From an optimization exercise on the open Yosys and OpenROAD flow, aimed at small area, a short achievable clock period and few clock cycles; shortcuts taken in it are not production practice.
Only simulation tests tie the RTL to the original design; equivalence was not proved.
No activity file was given, so power comes from the tool's default toggle rates.

`flow/run.sh`:
```
#!/bin/bash
# synth_recipe.tcl (not shown) runs the flow's synth.tcl, then flattens the netlist and writes it again
# the make line also repeats each setting of config.mk as NAME=value (left out here)
make -C /OpenROAD-flow-scripts/flow DESIGN_CONFIG=/design/flow/config.mk WORK_HOME=/design/flow/orfs CLKGATE_MAP_FILE= SYNTH_SCRIPT=/design/flow/synth_recipe.tcl finish
```
`flow/config.mk`:
```
export PLATFORM = sky130hd
export DESIGN_NAME = crc_unit
export DESIGN_NICKNAME = crc_unit
export VERILOG_FILES = /design/flow/design.v
export SDC_FILE = /design/flow/constraint.sdc
export NUM_CORES = 4
export LEC_CHECK = 0
export CAP_MARGIN = 20
export CORE_MARGIN = 2
export CORE_UTILIZATION = 40
export PLACE_DENSITY = 0.6
export SLEW_MARGIN = 20
```
`flow/constraint.sdc`:
```
create_clock -name core_clock -period 20.0 [get_ports {clk}]
set_input_delay 4.0000 -clock core_clock [delete_from_list [all_inputs] [get_ports {clk}]]
set_output_delay 4.0000 -clock core_clock [all_outputs]
set_load 0.01 [all_outputs]
```
`flow/design.v`:
```
module crc_unit (
    input  wire        clk,
    input  wire        rst,
    input  wire        req_valid,
    output wire        req_ready,
    input  wire        req_write,
    input  wire        req_wide,
    input  wire [7:0]  req_addr,
    input  wire [63:0] req_wdata,
    output reg         rsp_valid,
    output reg  [63:0] rsp_rdata
);
    localparam [5:0] A_CONFIG    = 6'h00;
    localparam [5:0] A_PRESET    = 6'h01;
    localparam [5:0] A_POLY_LO   = 6'h02;
    localparam [5:0] A_POLY_HI   = 6'h03;
    localparam [5:0] A_INIT_LO   = 6'h04;
    localparam [5:0] A_INIT_HI   = 6'h05;
    localparam [5:0] A_XOR_LO    = 6'h06;
    localparam [5:0] A_XOR_HI    = 6'h07;
    localparam [5:0] A_CONTROL   = 6'h08;
    localparam [5:0] A_STATUS    = 6'h09;
    localparam [5:0] A_RESULT_LO = 6'h0A;
    localparam [5:0] A_RESULT_HI = 6'h0B;
    localparam [5:0] A_LENGTH    = 6'h0C;
    localparam [5:0] A_FEED8     = 6'h10;
    localparam [5:0] A_FEED16    = 6'h11;
    localparam [5:0] A_FEED32    = 6'h12;
    localparam [5:0] A_FEED32_HI = 6'h13;
    localparam [1:0] M_COMPUTE = 2'd0;
    localparam [1:0] M_CHECK   = 2'd2;
    reg [31:0] cfg;           
    reg [63:0] poly;
    reg [63:0] init_val;
    reg [63:0] xorout;
    reg [5:0]  l_shift;       
    reg [63:0] l_poly;        
    reg [63:0] l_xor;         
    reg        l_refin;
    reg        l_refout;
    reg        l_check;
    reg [3:0]  l_n;           
    reg [63:0] acc;           
    reg [31:0] length;
    reg [63:0] tail;          
    reg [3:0]  tcnt;          
    reg        open;          
    reg        done, pass, fail, cfg_err;
    reg [63:0] fbuf;
    reg [3:0]  fcnt;          
    reg        hi_pend;
    reg [5:0]  hi_addr;
    reg [31:0] hi_data;
    assign req_ready = (fcnt == 4'd0) && !hi_pend;
    wire accept = req_valid && req_ready;
    reg [63:0] acc_rev;
    integer k;
    always @(*) begin
        for (k = 0; k < 64; k = k + 1)
            acc_rev[k] = acc[63 - k];
    end
    wire [63:0] result = (l_refout ? acc_rev : (acc >> l_shift)) ^ l_xor;
    wire        wr_en   = hi_pend ? (fcnt == 4'd0) : (accept && req_write);
    wire [5:0]  wr_addr = hi_pend ? hi_addr : req_addr[7:2];
    wire [31:0] wr_data = hi_pend ? hi_data : req_wdata[31:0];
    wire [6:0] c_width = cfg[6:0];
    wire [1:0] c_mode  = cfg[11:10];
    wire       c_bad   = (c_width < 7'd8) || (c_width > 7'd64) ||
                         (c_mode == 2'd3) || (c_mode == 2'd1) ||
                         ((c_mode == M_CHECK) && (c_width[2:0] != 3'd0));
    wire [5:0]  c_shift = 7'd64 - c_width;
    wire [63:0] c_mask  = {64{1'b1}} >> c_shift;
    reg [63:0] expect_val;
    integer m;
    always @(*) begin
        expect_val = 64'd0;
        for (m = 0; m < 8; m = m + 1) begin
            if (m < l_n) begin
                if (l_refout)
                    expect_val[8*m +: 8] = tail[8*(l_n - 1 - m) +: 8];
                else
                    expect_val[8*m +: 8] = tail[8*m +: 8];
            end
        end
    end
    wire [7:0] in_byte = fbuf[7:0];
    wire       hold    = l_check;
    wire       to_crc  = !hold || (tcnt == l_n);
    wire [7:0] crc_raw = hold ? tail[8*(l_n - 1) +: 8] : in_byte;
    reg [7:0]  crc_byte;
    reg [63:0] acc_step;
    integer i;
    always @(*) begin
        for (i = 0; i < 8; i = i + 1)
            crc_byte[i] = l_refin ? crc_raw[7 - i] : crc_raw[i];
        acc_step = acc;
        for (i = 7; i >= 0; i = i - 1) begin
            if (acc_step[63] ^ crc_byte[i])
                acc_step = (acc_step << 1) ^ l_poly;
            else
                acc_step = acc_step << 1;
        end
    end
    always @(posedge clk) begin
        if (rst) begin
            cfg      <= 32'h0000_0320;
            poly     <= 64'h0000_0000_1EDC_6F41;
            init_val <= 64'h0000_0000_FFFF_FFFF;
            xorout   <= 64'h0000_0000_FFFF_FFFF;
            l_shift  <= 6'd0;
            l_poly   <= 64'd0;
            l_xor    <= 64'd0;
            l_refin  <= 1'b0;
            l_refout <= 1'b0;
            l_check  <= 1'b0;
            l_n      <= 4'd0;
            acc      <= 64'd0;
            length   <= 32'd0;
            tail     <= 64'd0;
            tcnt     <= 4'd0;
            open     <= 1'b0;
            done     <= 1'b0;
            pass     <= 1'b0;
            fail     <= 1'b0;
            cfg_err  <= 1'b0;
            fbuf     <= 64'd0;
            fcnt     <= 4'd0;
            hi_pend  <= 1'b0;
            hi_addr  <= 6'd0;
            hi_data  <= 32'd0;
            rsp_valid <= 1'b0;
            rsp_rdata <= 64'd0;
        end else begin
            rsp_valid <= accept && !req_write;
            if (accept && !req_write)
                rsp_rdata <= {req_wide ? rd_hi : 32'd0, rd_lo};
            if (accept && req_write && req_wide) begin
                hi_pend <= 1'b1;
                hi_addr <= req_addr[7:2] | 6'd1;
                hi_data <= req_wdata[63:32];
            end else if (hi_pend && fcnt == 4'd0) begin
                hi_pend <= 1'b0;
            end
            if (fcnt != 4'd0) begin
                fbuf   <= fbuf >> 8;
                fcnt   <= fcnt - 4'd1;
                length <= length + 32'd1;
                if (to_crc)
                    acc <= acc_step;
                if (hold) begin
                    tail <= {tail[55:0], in_byte};
                    if (tcnt != l_n)
                        tcnt <= tcnt + 4'd1;
                end
            end
            if (wr_en) begin
                case (wr_addr)
                    A_CONFIG:  cfg <= wr_data;
                    A_PRESET: begin
                        if (wr_data[3:0] > 4'd9) begin
                            cfg_err <= 1'b1;
                        end else begin
                            case (wr_data[3:0])
                                4'd0: begin cfg[6:0] <= 7'd32; cfg[9:8] <= 2'b11;
                                      poly <= 64'h1EDC_6F41; init_val <= 64'hFFFF_FFFF; xorout <= 64'hFFFF_FFFF; end
                                4'd1: begin cfg[6:0] <= 7'd32; cfg[9:8] <= 2'b11;
                                      poly <= 64'h04C1_1DB7; init_val <= 64'hFFFF_FFFF; xorout <= 64'hFFFF_FFFF; end
                                4'd2: begin cfg[6:0] <= 7'd32; cfg[9:8] <= 2'b00;
                                      poly <= 64'h04C1_1DB7; init_val <= 64'hFFFF_FFFF; xorout <= 64'h0; end
                                4'd3: begin cfg[6:0] <= 7'd64; cfg[9:8] <= 2'b00;
                                      poly <= 64'h42F0_E1EB_A9EA_3693; init_val <= 64'h0; xorout <= 64'h0; end
                                4'd4: begin cfg[6:0] <= 7'd64; cfg[9:8] <= 2'b11;
                                      poly <= 64'h42F0_E1EB_A9EA_3693; init_val <= {64{1'b1}}; xorout <= {64{1'b1}}; end
                                4'd5: begin cfg[6:0] <= 7'd16; cfg[9:8] <= 2'b00;
                                      poly <= 64'h1021; init_val <= 64'hFFFF; xorout <= 64'h0; end
                                4'd6: begin cfg[6:0] <= 7'd16; cfg[9:8] <= 2'b00;
                                      poly <= 64'h1021; init_val <= 64'h0; xorout <= 64'h0; end
                                4'd7: begin cfg[6:0] <= 7'd16; cfg[9:8] <= 2'b11;
                                      poly <= 64'h8005; init_val <= 64'h0; xorout <= 64'h0; end
                                4'd8: begin cfg[6:0] <= 7'd8;  cfg[9:8] <= 2'b00;
                                      poly <= 64'h07; init_val <= 64'h0; xorout <= 64'h0; end
                                default: begin cfg[6:0] <= 7'd24; cfg[9:8] <= 2'b00;
                                      poly <= 64'h86_4CFB; init_val <= 64'hB7_04CE; xorout <= 64'h0; end
                            endcase
                        end
                    end
                    A_POLY_LO: poly[31:0]      <= wr_data;
                    A_POLY_HI: poly[63:32]     <= wr_data;
                    A_INIT_LO: init_val[31:0]  <= wr_data;
                    A_INIT_HI: init_val[63:32] <= wr_data;
                    A_XOR_LO:  xorout[31:0]    <= wr_data;
                    A_XOR_HI:  xorout[63:32]   <= wr_data;
                    A_CONTROL: begin
                        if (wr_data[0]) begin
                            if (c_bad) begin
                                cfg_err <= 1'b1;
                            end else begin
                                l_shift  <= c_shift;
                                l_poly   <= (poly & c_mask) << c_shift;
                                l_xor    <= xorout & c_mask;
                                l_refin  <= cfg[8];
                                l_refout <= cfg[9];
                                l_check  <= (c_mode == M_CHECK);
                                l_n      <= c_width[6:3];
                                acc      <= (init_val & c_mask) << c_shift;
                                length   <= 32'd0;
                                tail     <= 64'd0;
                                tcnt     <= 4'd0;
                                open     <= 1'b1;
                                done     <= 1'b0;
                                pass     <= 1'b0;
                                fail     <= 1'b0;
                            end
                        end else if (wr_data[1] && open) begin
                            if (l_check && tcnt != l_n) begin
                                cfg_err <= 1'b1;
                            end else begin
                                open <= 1'b0;
                                done <= 1'b1;
                                if (l_check) begin
                                    length <= length - {28'd0, l_n};
                                    pass   <= (result == expect_val);
                                    fail   <= (result != expect_val);
                                end
                            end
                        end
                    end
                    A_STATUS: if (wr_data[8]) cfg_err <= 1'b0;
                    A_FEED8: if (open) begin
                        fbuf <= {56'd0, wr_data[7:0]};
                        fcnt <= 4'd1;
                    end
                    A_FEED16: if (open) begin
                        fbuf <= {48'd0, wr_data[15:0]};
                        fcnt <= 4'd2;
                    end
                    A_FEED32, A_FEED32_HI: if (open) begin
                        fbuf <= {32'd0, wr_data};
                        fcnt <= 4'd4;
                    end
                    default: ;
                endcase
            end
        end
    end
    wire [5:0] rd_addr_lo = req_addr[7:2];
    wire [5:0] rd_addr_hi = req_addr[7:2] | 6'd1;
    wire [31:0] status_word = {19'd0, 4'd0, cfg_err, 4'd0,
                               fail, pass, done, (fcnt != 4'd0) || hi_pend};
    wire [16*32-1:0] rvec = {
        32'd0, 32'd0, 32'd0, length,              
        result[63:32], result[31:0],              
        status_word, 32'd0,                       
        xorout[63:32], xorout[31:0],              
        init_val[63:32], init_val[31:0],          
        poly[63:32], poly[31:0],                  
        32'd0, cfg                                
    };
    wire [31:0] rd_lo = (rd_addr_lo[5:4] == 2'd0) ? rvec[32*rd_addr_lo[3:0] +: 32] : 32'd0;
    wire [31:0] rd_hi = (rd_addr_hi[5:4] == 2'd0) ? rvec[32*rd_addr_hi[3:0] +: 32] : 32'd0;
endmodule
```
==> impl_metrics.env <==
export IMPL_setup_violations=0
export IMPL_place_inst=9033
export IMPL_swShare_pct=38.5
export IMPL_final_area_um2=61800
export IMPL_timing_final_hold_violations=0
export IMPL_seqCellArea_um2=14100
export IMPL_dieArea_um2=144000
export IMPL_crit_buf_inv=4
export IMPL_post_route_period_util_pct=43.7
export IMPL_seqPwrFrac_pct=34.1
export IMPL_antenna_found_initial=14
export IMPL_final_util_pct=44.3
export IMPL_required_ns=20.55
export IMPL_firstDrtPassIters=12
export IMPL_async_flop_share_pct=0
export IMPL_share_comb_of_total_power_pct=30.0
export IMPL_crit_type="reg2reg"
export IMPL_port_buffer_count=140
export IMPL_syn_cell_area_um2=56400
export IMPL_clockBufferDepth=3
export IMPL_place_gp_congestion=1.07
export IMPL_dp_slack_ns=11.24
export IMPL_rsz0062_at_grt="false"
export IMPL_io_pins=143
export IMPL_viasPerCell=6.47
export IMPL_die_w_um=379
export IMPL_cts_sinks=706
export IMPL_ys_ff_latch=706
export IMPL_placed_cell_area_um2=58900
export IMPL_fill_cells=14200
export IMPL_initial_core_util_pct=40.3
export IMPL_endpoint_kind="register"
export IMPL_synth_edf_count=0
export IMPL_globalRouteOverflowTotal=0
export IMPL_insertion_delay_ns=0.74
export IMPL_grt_use_total_pct=37.0
export IMPL_postRouteAntennaNets=0
export IMPL_tns_ns=0
export IMPL_fin_ws_ns=11.26
export IMPL_ctsRootBufferMaster="clkbuf_16"
export IMPL_cts_tree="done"
export IMPL_slowest_delay_ns=0.77
export IMPL_avgSynthCellArea_um2=7.45
export IMPL_grt_pass1_wl_um=389000
export IMPL_critPathMaxFanout=64
export IMPL_crit_slowest_cell="a32oi_1"
export IMPL_arrival_ns=9.29
export IMPL_max_freq_mhz=114
export IMPL_power_density_nw_per_um2=74.3
export IMPL_tightest_slew_ns=1.25
export IMPL_grt_pass1_vias=52800
export IMPL_cap_violations=0
export IMPL_cts_resized=0
export IMPL_r2r_start="l_n[0]$_SDFFE_PP0P_"
export IMPL_drc=0
export IMPL_cp_top_family="compound AO/OA/AOI/OAI gates"
export IMPL_finalMaxSlewViolations=0
export IMPL_clock_power_share_pct=35.8
export IMPL_leakagePower_nw=21.0
export IMPL_hold_ws_ns=0.447
export IMPL_postCtsSetupBuffers=0
export IMPL_yosysSeqAreaShare_pct=25.1
export IMPL_fin_total_pwr_mw=4.60
export IMPL_power_switching_mw=1.77
export IMPL_ys_flop_type="dfxtp_1"
export IMPL_nNetsFinal=7350
export IMPL_dr_total_vias=59400
export IMPL_intPower_mw=2.83
export IMPL_drt_iter0_markers=9547
export IMPL_final_layout_size_suffix_gt1_share_pct=8.91
export IMPL_cts_made_buffers=85
export IMPL_slew_headroom_pct=16.3
export IMPL_area_growth_pct=9.68
export IMPL_ir_drop_mv=0.0907
export IMPL_synth_fp_nets=7677
export IMPL_min_period_ns=8.74
export IMPL_status="timing/DRC/antenna clean"
export IMPL_cts_clk_slew_worst_paths_ns=0.06
export IMPL_wl_per_cell_um=30.1
export IMPL_rows=137
export IMPL_syn_inst=7571
export IMPL_timing_critical_path_cells="inv_1, buf_4, ha_4, buf_4, mux2i_1, o221ai_1, a32oi_1, mux2i_1, nand2_1, xnor2_1, o211ai_1, o22a_1, a211oi_2, xnor2_1, mux2i_1, xor2_4, buf_4, nand2_1, xnor3_1, xor2_1, o221ai_1"
export IMPL_core_um2=140000
export IMPL_postCtsHoldBufs=0
export IMPL_yosysUniqueCellTypes=98
export IMPL_die_height_um=379
export IMPL_multi_input_area_um2=39600
export IMPL_yosys_warnings=1
export IMPL_worstSetupStartpointType="register"
export IMPL_dp_hpwl_um=204000
export IMPL_hp_start="fbuf[50]$_SDFF_PP0_"
export IMPL_final_cells=9189
export IMPL_setup_worst_path_start="l_n[0]$_SDFFE_PP0P_"
export IMPL_finClkSkew_ns=0.0399
export IMPL_grt_max_degree=194
export IMPL_h_tree_depth=3
export IMPL_hold_class="reg2reg"
export IMPL_routed_wl_um=276000
==> cell families (layout without fill, tap and decap cells) <==
family / count (synthesis) / count (layout) / share of synthesized area [%]
mux: 647 / 647 / 14.7
simple gates: 2826 / 2826 / 20.9
other cells: 0 / 7 / 0
flops: 706 / 706 / 25.1
xor+xnor: 577 / 577 / 10.6
fa+ha+maj: 29 / 29 / 0.657
buf+inv: 774 / 509 / 5.26
compound gates: 2012 / 2012 / 22.8
==> worst register-to-register path, delay by kind of cell, from the launching register on <==
| kind | cells | cell delay (ns) |
|---|---|---|
| buffers and inverters | 4 | 1.72 |
| multiplexers | 3 | 1.24 |
| AO/OA/AOI/OAI | 6 | 2.18 |
| AND/OR/NAND/NOR | 2 | 0.57 |
| XOR/XNOR | 5 | 1.63 |
| adder cells (fa/ha/maj) | 1 | 0.70 |
| flip-flops | 1 | 0.54 |
==> layout make-up <==
cell class | count | area share, %
inverters | 67 | 0.413
flip-flops and latches | 706 | 22.9
well taps | 1876 | 3.80
clock buffers | 119 | 3.94
multi-input cells | 6091 | 64.1
repair buffers | 293 | 4.13
clock inverters | 30 | 0.708
diodes | 7 | 0.0283
==> synth_stat cells, types with 116 or more instances <==
cell / instances / area, µm²
dfxtp_1: 706 / 14100
nand2_1: 1406 / 5280
mux4_2: 128 / 2880
nor3_1: 116 / 581
o21ai_0: 481 / 2410
o211ai_1: 139 / 1040
clkbuf_1: 580 / 2180
xnor2_1: 432 / 3780
nor2_1: 799 / 3000
nand3_1: 283 / 1420
mux2_2: 129 / 1450
a22oi_1: 127 / 953
a21oi_1: 581 / 2910
mux2i_1: 387 / 3870
==> per-layer routing <==
metal	vias to the layer above	GRT usage [%]	part of all wire [%]	wire, µm
li1	26300	-	-	-
met1	28600	49.7	40	110000
met2	3860	52.1	40	112000
met3	711	9.49	12	33500
met4	14	24.4	7.7	21200
met5	-	0	0.039	107
==> power groups by stage <==
stage          combinational (mW)  clock [mW]  sequential (mW)
2_1_floorplan               0.865           0             1.52
3_3_place_gp                 1.31           0             1.59
3_5_place_dp                 1.32           0             1.59
4_1_cts                      1.33        1.66             1.56
5_1_grt                      1.43        1.71             1.56
6_report                     1.38        1.65             1.57
==> path summary, 6_finish.rpt <==
path | cells after the start | end | slack (ns)
max | 21 | acc[5]$_SDFF_PP0_ | 11.26
min | 2 | fbuf[50]$_SDFF_PP0_ | 0.45
max reg2reg | 21 | acc[5]$_SDFF_PP0_ | 11.26
min reg2reg | 2 | fbuf[50]$_SDFF_PP0_ | 0.45
==> registers in the layout, summed over array words and instances (netlist names), 4 cells and up <==
name,count
acc,64
fbuf,64
init_val,64
l_poly,64
l_xor,64
poly,64
rsp_rdata,64
tail,64
xorout,64
cfg,32
hi_data,32
length,32
hi_addr,6
l_shift,6
fcnt,4
l_n,4
tcnt,4
==> placed cells by master, fill, tap and decap left out, drive strengths merged, types with 28 or more instances in the layout <==
cell              n
mux4            131
a211o            95
dfxtp           706
a21oi           581
a211oi          111
a22oi           127
and3             32
o21a             48
mux2            129
o221ai           42
o22ai            66
a31oi            62
clkdlybuf4s50   135
nor2            799
ha               28
xnor2           433
nand3           284
mux2i           387
nand2b           29
clkbuf          119
nor3            117
xnor3            61
nand2          1406
buf             158
inv              68
o211ai          140
o21ai           488
xor2             83
Testbench counts, summed over its fixed seeds: cycles 55,179.

static timing again, ports no longer ideal:
How much do the figures lean on ideal ports? The routed layout below was timed once more, with nothing changed but the port constraints. Step 1, drivers: a clkbuf_16 drives clk and a buf_2 each remaining input, both assumed. Step 2 adds t to the input delays and takes it off the output delays; t is the mean of the earliest and latest rising clock arrival at the registers after step 1. Input paths then give back, and output paths get back, about the clock's delay inside the block. a / b / c = ideal ports / drivers / drivers and shift; a / b = the first two.
t (ns): 0.797
setup WS [ns]: 11.258 / 11.258 / 10.917
worst data-port slew with drivers (ns): 0.07
After both steps this run still meets setup and hold. The setup slack of this run moves by 0.000 ns with the drivers and by -0.341 ns with both steps.
